From an optimization exercise on the open Yosys and OpenROAD flow, aimed at small area, a short achievable clock period and few clock cycles per item; shortcuts taken in it are not production practice.
At most, simulation tests tie the RTL to the original design; equivalence was not proved.
No activity file was given, so power comes from the tool's default toggle rates.

==> inputs of tundra <==
// rs544_dec
module rs544_dec (
    input  wire         clk,
    input  wire         rst,
    input  wire         in_valid,
    output wire         in_ready,
    input  wire [9:0]   in_sym,
    output wire         out_valid,
    output wire         out_fail,
    output wire [3:0]   out_nerr,
    output wire [149:0] out_pos,
    output wire [149:0] out_val
);
Settings: LEC_CHECK=0, CAP_MARGIN=20, CORE_MARGIN=2, CORE_UTILIZATION=30, CTS_CLUSTER_DIAMETER=80, CTS_CLUSTER_SIZE=25, SLEW_MARGIN=20; clock period 16.0 ns.
standard.sh (not shown) runs the stock make flow with config.mk's settings and CLKGATE_MAP_FILE= SYNTH_SCRIPT=/design/flow/synth_recipe.tcl, a recipe that flattens the netlist after the stock synthesis.
==> flow/flow/run.sh <==
#!/bin/bash
# Layout flow: the standard flow (standard.sh, unchanged synthesis), with two settings:
#  - timing repair aims for 11.5 ns of setup slack at the design's 16 ns clock, so that the
#    repair steps work on every path longer than 4.5 ns instead of none;
#  - port buffers are buf_4 cells instead of the resizer's default pick (a delay cell).
set -euo pipefail
export SETUP_SLACK_MARGIN=11.5
export BUFFER_PORTS_ARGS="-buffer_cell sky130_fd_sc_hd__buf_4"
bash standard.sh > standard.log 2>&1
==> inputs of maple, as changes to tundra <==
--- a/flow/design.v
+++ b/flow/design.v
@@ -140,16 +140,15 @@
     reg        sk_end;        
     reg [9:0]  sk_bs, sk_od;
     reg [4:0]  nroots;
     reg        qv;
     reg        qtag;
     reg [9:0]  qp, qx, qb, qo;
     reg        dbusy;
-    reg [10:1] ds;            
-    reg [4:0]  dmsh;          
+    reg [3:0]  dstep;
     reg        dtag;
     reg [9:0]  dp, dx, da, dxx, dy;
     reg [3:0]  jcnt;          
     reg        eow_pend;
     reg        eow_tag;
     reg        eow_fail;
     reg        rb_v;
@@ -218,49 +217,49 @@
     end
     wire root_c = ((ev_sum ^ od_sum) == 10'd0);
     wire clast  = (pc == 10'd0);
     wire c_last = c_run && clast;
     wire [9:0] sk_x = sk_last ? ALPHA_543 : gf_mul(xr, ALPHA_M1);
     wire [9:0] sk_p = sk_last ? 10'd0 : pc + 10'd1;
     wire [4:0] sk_l = sk_tag ? cl1 : cl0;
+    wire [4:0] d_m = dtag ? cm1 : cm0;
     wire [4:0] d_l = dtag ? cl1 : cl0;
     wire [3:0] widx = d_l[3:0] - 4'd1 - jcnt;
-    wire ystep = |ds[5:1];
-    wire [9:0] sq_in = ystep ? dy : dxx;
+    wire [9:0] sq_in = (dstep <= 4'd5) ? dy : dxx;
     wire [9:0] sq1 = gf_sq(sq_in);
     wire [9:0] sq2 = gf_sq(sq1);
     wire [9:0] sq4 = gf_sq(gf_sq(sq2));
     reg  [9:0] ma, mb;
     always @(*) begin
         if (!dbusy) begin
             ma = qb;
             mb = qo;
-        end else if (ystep) begin
+        end else if (dstep <= 4'd5) begin
             ma = sq1;
-            mb = dmsh[4] ? dx : 10'd1;
-        end else if (ds[6] || ds[9]) begin
+            mb = d_m[5 - dstep] ? dx : 10'd1;
+        end else if (dstep == 4'd6 || dstep == 4'd9) begin
             ma = sq1;
             mb = da;
-        end else if (ds[7]) begin
+        end else if (dstep == 4'd7) begin
             ma = sq2;
             mb = dxx;
-        end else if (ds[8]) begin
+        end else if (dstep == 4'd8) begin
             ma = sq4;
             mb = dxx;
         end else begin
             ma = sq1;
             mb = dy;
         end
     end
     wire [9:0] dmul = gf_mul(ma, mb);
     wire c_step   = c_run && !stall;
     wire sk_go    = sk_v && !stall;
     wire d_pop    = qv && !dbusy && !(eow_pend && (qtag != eow_tag));
     wire rb_drain = rb_v && !pp && (rb_slot == sph);
-    wire d_last   = ds[10];
+    wire d_last   = dbusy && (dstep == 4'd10);
     wire d_fin    = d_last && (!rb_v || rb_drain);
     wire eow_go   = eow_pend && !dbusy && !(qv && (qtag == eow_tag)) && !rb_v && !pp;
     wire present  = pp && (clr == 4'd0) && (sph == 4'd14);
     wire bm_end   = bm_run && dummy && (r == 5'd29);
     wire [1:0] bm_st_n = c_load ? BM_RUN :
                          (bm_st == BM_RUN)  ? (bm_end ? BM_DONE : BM_RUN) :
                          (bm_st == BM_DONE) ? (hand ? BM_IDLE : BM_DONE) : BM_IDLE;
@@ -318,15 +317,14 @@
             ctag     <= 1'b0;
             hand     <= 1'b0;
             stall    <= 1'b0;
             sk_v     <= 1'b0;
             nroots   <= 5'd0;
             qv       <= 1'b0;
             dbusy    <= 1'b0;
-            ds       <= 10'd0;
             jcnt     <= 4'd0;
             eow_pend <= 1'b0;
             rb_v     <= 1'b0;
             sph      <= 4'd0;
             clr      <= 4'd15;
             pp       <= 1'b0;
             ov       <= 1'b0;
@@ -383,19 +381,17 @@
             eow_tag  <= eow_tag_n;
             if (sk_go && sk_end)
                 eow_fail <= (sk_l > 5'd15) || ((nroots + (sk_root ? 5'd1 : 5'd0)) != sk_l);
             qv    <= qv_n;
             qtag  <= qtag_n;
             dbusy <= dbusy_n;
             if (d_pop)
-                ds <= 10'd1;
-            else if (d_fin)
-                ds <= 10'd0;
-            else if (!d_last)
-                ds <= {ds[9:1], 1'b0};
+                dstep <= 4'd1;
+            else if (dbusy && !d_last)
+                dstep <= dstep + 4'd1;
             if (d_fin)
                 jcnt <= jcnt + 4'd1;
             else if (eow_go)
                 jcnt <= 4'd0;
             if (d_fin)
                 rb_v <= 1'b1;
             else if (rb_drain)
@@ -450,28 +446,27 @@
         if (d_pop) begin
             dtag <= qtag;
             dp   <= qp;
             dx   <= qx;
             da   <= dmul;
             dxx  <= dmul;
             dy   <= qtag ? ck1 : ck0;
-            dmsh <= qtag ? cm1 : cm0;
-        end else begin
-            if (ystep) begin
-                dy   <= dmul;
-                dmsh <= {dmsh[3:0], 1'b0};
-            end
-            if (|ds[9:6])
+        end else if (dbusy) begin
+            if (dstep <= 4'd5)
+                dy <= dmul;
+            else if (dstep <= 4'd9)
                 dxx <= dmul;
         end
         if (d_fin) begin
             rb_slot <= widx;
             rb_d    <= {dp, dmul};
         end
         if (eow_go) begin
             pf <= eow_fail;
             pn <= jcnt;
         end
-        of <= pf;
-        on <= pf ? 4'd0 : pn;
+        if (present) begin
+            of <= pf;
+            on <= pf ? 4'd0 : pn;
+        end
     end
 endmodule
==> flow/run.sh (new file) <==
#!/bin/bash
# synth_recipe.tcl (not shown) runs the flow's synth.tcl, then flattens the netlist and writes it again
# the make line also repeats each setting of config.mk as NAME=value (left out here)
make -C /OpenROAD-flow-scripts/flow DESIGN_CONFIG=/design/flow/config.mk WORK_HOME=/design/flow/orfs CLKGATE_MAP_FILE= SYNTH_SCRIPT=/design/flow/synth_recipe.tcl finish
==> flow/config.mk (replaced) <==
export PLATFORM = sky130hd
export DESIGN_NAME = rs544_dec
export DESIGN_NICKNAME = rs544_dec
export VERILOG_FILES = /design/flow/design.v
export SDC_FILE = /design/flow/constraint.sdc
export NUM_CORES = 8
export LEC_CHECK = 0
export CAP_MARGIN = 20
export CORE_MARGIN = 2
export CORE_UTILIZATION = 30
export SLEW_MARGIN = 20
removed: flow/flow/run.sh
removed: flow/standard.sh
==> inputs of lagoon, as changes to tundra <==
--- a/flow/design.v
+++ b/flow/design.v
@@ -118,16 +118,14 @@
     reg [9:0]  gam;
     reg [9:0]  dcur;          
     reg [9:0]  dacc;          
     reg [5:0]  kk;            
     reg [4:0]  ll;            
     reg [4:0]  mm;            
     reg [9:0]  btap;          
-    reg [9:0]  srd;           
-    reg [9:0]  kval;          
     reg [159:0] lc;           
     reg [159:0] bc;           
     reg [9:0]  xr;            
     reg [9:0]  pc;            
     reg        c_run;
     reg        ctag;          
     reg        cbig;          
@@ -188,25 +186,27 @@
     wire [9:0] lam_old = r0 ? ((ph == 5'd15) ? 10'd1 : 10'd0) : lr[9:0];
     wire [9:0] bu_old  = r0 ? ((ph == 5'd15) ? 10'd1 : 10'd0) : br[9:0];
     wire       bmask   = !dummy && ({1'b0, ci} >= mm);
     wire [9:0] bm_v    = r0 ? ((ph == 5'd14) ? 10'd1 : 10'd0) : (bmask ? btap : 10'd0);
     wire [9:0] lam_new = gf_mul(gam, lam_old) ^ gf_mul(dcur, bm_v);
     wire [9:0] l_wb = !bm_run ? lr[9:0] : (dummy ? 10'd0 : lam_new);
     wire [9:0] b_wb = !bm_run ? br[9:0] : (dummy ? 10'd0 : (dec ? lam_old : bu_old));
-    wire [9:0] prod = gf_mul(lr[169:160], srd);
+    wire       bm_end = bm_run && dummy && (r == 5'd29);
+    wire [9:0] mac_b;
+    wire [9:0] prod = gf_mul(lr[169:160], mac_b);
     wire [4:0] tm   = dummy ? m_next : mm;
     wire [4:0] tidx = tm + 5'd1;
     reg  [9:0] tval;
     always @(*) begin
         tval = 10'd0;
         for (i = 1; i < 17; i = i + 1)
             if (tidx == i)
                 tval = br[10*i +: 10];
     end
-    wire [9:0] sval = r[0] ? cr[29:20] : cr[189:180];
+    assign mac_b = bm_end ? g_next : (r[0] ? cr[19:10] : cr[179:170]);
     reg [9:0] ev_sum, od_sum, bs_sum;
     always @(*) begin
         ev_sum = 10'd0;
         od_sum = 10'd0;
         bs_sum = 10'd0;
         for (i = 0; i < 16; i = i + 1) begin
             if (i % 2 == 1)
@@ -256,15 +256,14 @@
     wire sk_go    = sk_v && !stall;
     wire d_pop    = qv && !dbusy && !(eow_pend && (qtag != eow_tag));
     wire rb_drain = rb_v && !pp && (rb_slot == sph);
     wire d_last   = ds[10];
     wire d_fin    = d_last && (!rb_v || rb_drain);
     wire eow_go   = eow_pend && !dbusy && !(qv && (qtag == eow_tag)) && !rb_v && !pp;
     wire present  = pp && (clr == 4'd0) && (sph == 4'd14);
-    wire bm_end   = bm_run && dummy && (r == 5'd29);
     wire [1:0] bm_st_n = c_load ? BM_RUN :
                          (bm_st == BM_RUN)  ? (bm_end ? BM_DONE : BM_RUN) :
                          (bm_st == BM_DONE) ? (hand ? BM_IDLE : BM_DONE) : BM_IDLE;
     wire ph0_n    = (ph == 5'd16) || c_load;
     wire c_use_n  = c_load || (c_use && !(bm_run && dummy && r == 5'd28));
     wire s_pend_n = (a_v && a_last) || (s_pend && !c_load);
     wire stop_c   = sk_go && sk_end && !sk_last && (sk_tag == ctag);
@@ -364,17 +363,17 @@
             c_run <= c_run_n;
             hand  <= hand_n;
             stall <= stall_n;
             if (hand) begin
                 ctag <= !ctag;
                 cbig <= (ll > 5'd15);
                 if (ctag) begin
-                    cl0 <= ll; cm0 <= mm; ck0 <= kval;
+                    cl0 <= ll; cm0 <= mm;
                 end else begin
-                    cl1 <= ll; cm1 <= mm; ck1 <= kval;
+                    cl1 <= ll; cm1 <= mm;
                 end
             end
             sk_v    <= sk_v_n;
             sk_root <= sk_root_n;
             sk_last <= sk_last_n;
             sk_tag  <= sk_tag_n;
             nroots  <= nroots_n;
@@ -412,20 +411,20 @@
             ov <= present;
         end
         if (bm_run) begin
             if (ph == 5'd0)
                 dacc <= 10'd0;
             else if (!dummy)
                 dacc <= dacc ^ prod;
-            if (ph == 5'd15 && r == 5'd29)
-                srd <= g_next;
+        end
+        if (bm_end) begin
+            if (ctag)
+                ck0 <= gf_sq(gf_sq(gf_sq(gf_sq(gf_sq(prod)))));
             else
-                srd <= sval;
-            if (bm_end)
-                kval <= gf_sq(gf_sq(gf_sq(gf_sq(gf_sq(prod)))));    
+                ck1 <= gf_sq(gf_sq(gf_sq(gf_sq(gf_sq(prod)))));
         end
         if (hand) begin
             for (i = 0; i < 16; i = i + 1) begin
                 lc[10*i +: 10] <= lr[10*(15-i) +: 10];
                 bc[10*i +: 10] <= br[10*(15-i) +: 10];
             end
             xr <= 10'd1;
==> flow/flow/run.sh (replaced) <==
#!/bin/bash
# Layout flow: the standard flow (standard.sh, with its synthesis unchanged) and these
# settings, passed to ORFS through the environment:
#  - timing repair aims for 11.5 ns of setup slack at the design's 16 ns clock, so that the
#    repair steps work on every path longer than 4.5 ns instead of none;
#  - port buffers are buf_2 cells instead of the resizer's default pick (a delay cell);
#  - clock tree: sinks clustered in groups of up to 25 within 80 um, no dummy loads.
set -euo pipefail
export SETUP_SLACK_MARGIN=11.5
export BUFFER_PORTS_ARGS="-buffer_cell sky130_fd_sc_hd__buf_2"
export CTS_ARGS="-sink_clustering_enable -repair_clock_nets -sink_clustering_size 25 -sink_clustering_max_diameter 80 -dont_use_dummy_load"
bash standard.sh > standard.log 2>&1
==> flow/config.mk (replaced) <==
export PLATFORM = sky130hd
export DESIGN_NAME = rs544_dec
export DESIGN_NICKNAME = rs544_dec
export VERILOG_FILES = /design/flow/design.v
export SDC_FILE = /design/flow/constraint.sdc
export NUM_CORES = 8
export LEC_CHECK = 0
export CAP_MARGIN = 20
export CORE_MARGIN = 2
export CORE_UTILIZATION = 30
export SLEW_MARGIN = 20
==> notes.md <==
quantity                                                                 maple                    lagoon                    tundra
Cell area after layout                                              95800 um^2                92600 um^2                91700 um^2
Number of cells on the critical path                                        13                         1                         1
Multiplexer fraction of the synthesized cell area                        6.66%                     6.83%                     6.81%
Number of synthesized flops with an enable pin                             888                       864                       884
Outcome                                                         finished clean            finished clean            finished clean
Clock buffer instance count of the final layout                            284                       104                       150
Required @ worst endpoint                                             16.59 ns                  12.80 ns                  12.80 ns
Clk power                                                              4.77 mW                   2.70 mW                   3.01 mW
Min Hold Slack                                                        0.306 ns                  0.290 ns                  0.320 ns
Hold-critical path endpoint                                     br[34]$_DFF_P_           cr[317]$_DFF_P_           lr[113]$_DFF_P_
Cell with the largest stage delay on the worst path  sky130_fd_sc_hd__edfxtp_1  sky130_fd_sc_hd__dfxtp_4  sky130_fd_sc_hd__dfxtp_4
Width of the chip                                                       527 um                    525 um                    526 um
Post-CTS Setup Bufs                                                          0                        89                        20
Critical path origin                                    dstep[2]$_SDFFCE_PP0P_            sr[49]$_DFF_P_           sr[189]$_DFF_P_
M1 GR Usage                                                              20.1%                     20.2%                     19.4%
Crit path kind                                                      reg -> reg                reg -> out                reg -> out
Testbench counts of tundra, summed over its fixed seeds: cycles 111,465, items 192.
Testbench counts of lagoon, summed over its fixed seeds: cycles 111,465, items 192.
The RTL of maple was laid out without a check of its function.

==> separate check: timing with driven ports <==
The results above use ideal ports. As a check the final layouts listed here were re-extracted and re-timed, cells and wires unchanged. Step 1, drivers: a clkbuf_16 drives clk and a buf_2 each remaining input, both assumed. Step 2, shift: input delay + t, output delay - t, t = (earliest + latest rising clock arrival at the registers) / 2. This alone moves slack from input paths to output paths. a / b / c = ideal / step 1 / step 2; a / b = the first two.
run | t (ns) | slack for setup (ns) | hold WS [ns] | clock arrival spread, ns
tundra | 0.820 | 11.500 / 11.418 / 11.051 | 0.320 / 0.320 / 0.320 | 0.066 / 0.065
maple | 0.963 | 10.481 / 10.481 / 10.481 | 0.306 / 0.306 / 0.306 | 0.096 / 0.096
lagoon | 0.842 | 11.420 / 11.343 / 11.065 | 0.290 / 0.290 / 0.290 | 0.129 / 0.129
After both steps setup and hold are still met in every run listed. The setup slack of tundra, which loses most, moves by -0.082 ns with the drivers and by -0.449 ns with both steps.
